Background: an optimization exercise with open tools, aiming at small area and a short achievable clock period. Do not read the settings as production practice. Where RTL was checked, it was by simulation tests only, not by an equivalence proof against the original. Power and IR drop assume default switching activity.

// rank_filter
module rank_filter (
    input  wire               clk,
    input  wire               rst,         
    input  wire [2:0]         rf_half,     
    input  wire               rf_mode,     
    input  wire [15:0]        rf_thresh,   
    input  wire               in_valid,
    input  wire signed [17:0] in_data,
    output reg                out_valid,
    output reg  signed [17:0] out_data,
    output reg                out_hit
);
    localparam integer M = 14;   
    localparam integer N = 15;   
    function lt18(input [17:0] a, input [17:0] b);
        reg [17:0] g, p;
        reg [8:0]  g1, p1;
        reg [2:0]  g2, p2;
        integer i;
        begin
            g = ~a & b;
            p = ~a | b;
            g[17] = a[17] & ~b[17];
            p[17] = a[17] | ~b[17];
            for (i = 0; i < 9; i = i + 1) begin
                g1[i] = g[2*i+1] | (p[2*i+1] & g[2*i]);
                p1[i] = p[2*i+1] & p[2*i];
            end
            for (i = 0; i < 3; i = i + 1) begin
                g2[i] = g1[3*i+2] | (p1[3*i+2] & (g1[3*i+1] | (p1[3*i+1] & g1[3*i])));
                p2[i] = p1[3*i+2] & p1[3*i+1] & p1[3*i];
            end
            lt18 = g2[2] | (p2[2] & (g2[1] | (p2[1] & g2[0])));
        end
    endfunction
    function lt4s(input [3:0] a, input [3:0] b);
        reg [3:0] g, p;
        begin
            g = ~a & b;
            p = ~a | b;
            g[3] = a[3] & ~b[3];
            p[3] = a[3] | ~b[3];
            lt4s = g[3] | (p[3] & (g[2] | (p[2] & (g[1] | (p[1] & g[0])))));
        end
    endfunction
    integer k;
    reg signed [17:0] x_q;
    reg        [15:0] th_q;
    reg               v0;
    reg               rst_q;
    reg        [2:0]  h_q;
    reg               mode_q;
    always @(posedge clk) begin
        x_q    <= in_data;
        th_q   <= rf_thresh;
        v0     <= in_valid & ~rst;
        rst_q  <= rst;
        h_q    <= rf_half;
        mode_q <= rf_mode;
    end
    reg [M-1:0] inwin;     
    always @(*)
  ...
Size in the first run: roughly 2,700 cells after synthesis, about 440 flip-flops, ~61 I/O pins, roughly 0.026 sq mm of cells after synthesis.
Settings: LEC_CHECK=0, CAP_MARGIN=20, CORE_MARGIN=2, CORE_UTILIZATION=40, CTS_BUF_LIST=sky130_fd_sc_hd__clkbuf_8, PLACE_DENSITY=0.6, SLEW_MARGIN=20; clock period 24.0 ns.
standard.sh (not shown) runs the stock make flow with config.mk's settings and CLKGATE_MAP_FILE= SYNTH_SCRIPT=/design/flow/synth_recipe.tcl, a recipe that flattens the netlist after the stock synthesis.
==> flow/flow/run.sh <==
#!/bin/bash
# Layout flow: the standard ORFS flow (standard.sh, unchanged synthesis),
# with two changes in how the layout is made:
#  - timing repair aims for more setup slack than the clock needs, so the
#    critical paths are sized up instead of left at minimum size;
#  - the port buffers are buf_2 cells.
# The clock period, SDC and all constraints are the standard flow's.
set -euo pipefail
bash standard.sh \
  SETUP_SLACK_MARGIN=18.0 \
  BUFFER_PORTS_ARGS="-buffer_cell sky130_fd_sc_hd__buf_2" \
  finish > flow.log 2>&1
The starting point went through all stages and came out clean.
Then changed:
Settings changed: CORE_UTILIZATION 40 to 25, CTS_BUF_LIST sky130_fd_sc_hd__clkbuf_8 to not set, PLACE_DENSITY 0.6 to 0.45.
The changed run finished clean. Core utilization came out lower by 17 points. Sequential power falls by about 0.7%. Wire length is higher by 1.2%. Via count went down by 3.6%. Global-route usage came out lower by 12 points. Power drops by 0.68%. Setup slack improved by 0.061 ns. Register-to-register slack improved by 0.02 ns. Final area rises by 1.6%. Synthesized cell count stays the same. Combinational power is about the same.
Function was not checked in any run of this note: the RTL went through the layout flow alone.


== P ==
rank_filter, a different RTL version from the one above (not shown whole).
Size in the first run: ~2300 cells after synthesis, roughly 430 flip-flops, about 61 I/O pins.
export LEC_CHECK = 0
export CAP_MARGIN = 20
export CORE_MARGIN = 2
export CORE_UTILIZATION = 45
export CTS_CLUSTER_DIAMETER = 80
export CTS_CLUSTER_SIZE = 24
export PLACE_DENSITY = 0.65
export SLEW_MARGIN = 20
create_clock -name core_clock -period 24.0 [get_ports {clk}]
==> flow/flow/run.sh <==
#!/bin/bash
# Layout flow: the standard ORFS flow (standard.sh, unchanged synthesis),
# with two changes in how the layout is made:
#  - timing repair aims for more setup slack than the clock needs, so the
#    critical paths are sized up instead of left at minimum size;
#  - the port buffers are buf_2 cells.
# The clock period, SDC and all constraints are the standard flow's.
set -euo pipefail
bash standard.sh \
  SETUP_SLACK_MARGIN=18.15 \
  BUFFER_PORTS_ARGS="-buffer_cell sky130_fd_sc_hd__buf_2" \
  finish > flow.log 2>&1
The final layout from P, which completed every stage, passed the timing, design-rule and antenna checks at the end of the flow.
Edits applied to the flow inputs when going from P to Q:
- CORE_UTILIZATION now 55, was 45
- PLACE_DENSITY now 0.75, was 0.65
Findings:
- Q went all the way through synthesis, placement and routing and the layout is clean on timing, DRC and antenna.
- P has lower setup slack than Q.
- Row final-stage net count: Q lower / P higher
- Of Q and P, it is Q that has the lower tap cell instance count.
- Per the comparison of Q with P, cell area now sits lower, core utilization of the finished layout saw an increase.
Input-level comparison between R and Q:
- PLACE_DENSITY changed from 0.75 to 0.45
- CORE_UTILIZATION changed from 55 to 25
diff --git a/flow/flow/run.sh b/flow/flow/run.sh
--- a/flow/flow/run.sh
+++ b/flow/flow/run.sh
@@ -8,5 +8,5 @@
 set -euo pipefail
 bash standard.sh \
-  SETUP_SLACK_MARGIN=18.15 \
+  SETUP_SLACK_MARGIN=18.0 \
   BUFFER_PORTS_ARGS="-buffer_cell sky130_fd_sc_hd__buf_2" \
   finish > flow.log 2>&1
Findings:
- R finished every stage and its layout cleared the timing, design-rule and antenna checks.
- From Q to R the numbers moved as follows: post-synthesis register bit count held, share of layout cells above drive strength 1 went down 0.16 points.
- Setup slack: R less than Q
- Compared to Q, R has die area 53000 µm² higher.
> inputs changed (R -> S)
diff --git a/flow/flow/run.sh b/flow/flow/run.sh
--- a/flow/flow/run.sh
+++ b/flow/flow/run.sh
@@ -8,5 +8,5 @@
 set -euo pipefail
 bash standard.sh \
-  SETUP_SLACK_MARGIN=18.0 \
+  SETUP_SLACK_MARGIN=18.1 \
   BUFFER_PORTS_ARGS="-buffer_cell sky130_fd_sc_hd__buf_2" \
   finish > flow.log 2>&1
[summary]
Comparing S and R, the lower overall via count from detail_route was measured on S. The sum of internal, switching and leakage power of S falls short of that of R by about 1.4%. Compared with R, in S final instance area now larger, global-route wire length before repair now smaller, sequential cell area share comparable. The run with more setup slack is S; R has less. Lower detailed-routed wire length on met2 goes to S over R. Diff R -> S | via count of the first global-routing pass | increase of 79.

==> what the ideal ports hide <==
How much do the figures lean on ideal ports? The routed layouts below were timed once more, with nothing changed but the port constraints.
Step 1 assumes that a clkbuf_16 drives the clock port and a buf_2 every other input.
Step 2 adds t to the input delays and takes it off the output delays; t is the mean of the earliest and latest rising clock arrival at the registers after step 1. Input paths then give back, and output paths get back, about the clock's delay inside the block.
a / b / c = no drivers / after step 1 / after step 2; a / b = the first two.
| run | t (ns) | slack for setup (ns) | worst setup path after step 2 | slew at the worst register clock pin (ns) | pins driven straight from the clock port |
|---|---|---|---|---|---|
| the first run of note 1 | 0.754 | 18.026 / 17.966 / 18.152 | register to register | 0.08 / 0.08 | 1 |
| the second run of note 1 | 0.699 | 18.086 / 18.018 / 18.172 | register to register | 0.07 / 0.07 | 1 |
| P | 0.664 | 18.121 / 18.063 / 18.232 | register to register | 0.10 / 0.10 | 1 |
| Q | 0.669 | 18.133 / 18.069 / 18.195 | register to register | 0.10 / 0.10 | 1 |
| R | 0.641 | 18.080 / 18.041 / 18.080 | register to register | 0.09 / 0.09 | 1 |
| S | 0.646 | 18.136 / 18.066 / 18.215 | register to register | 0.10 / 0.10 | 1 |
After both steps every run listed still meets setup and hold.
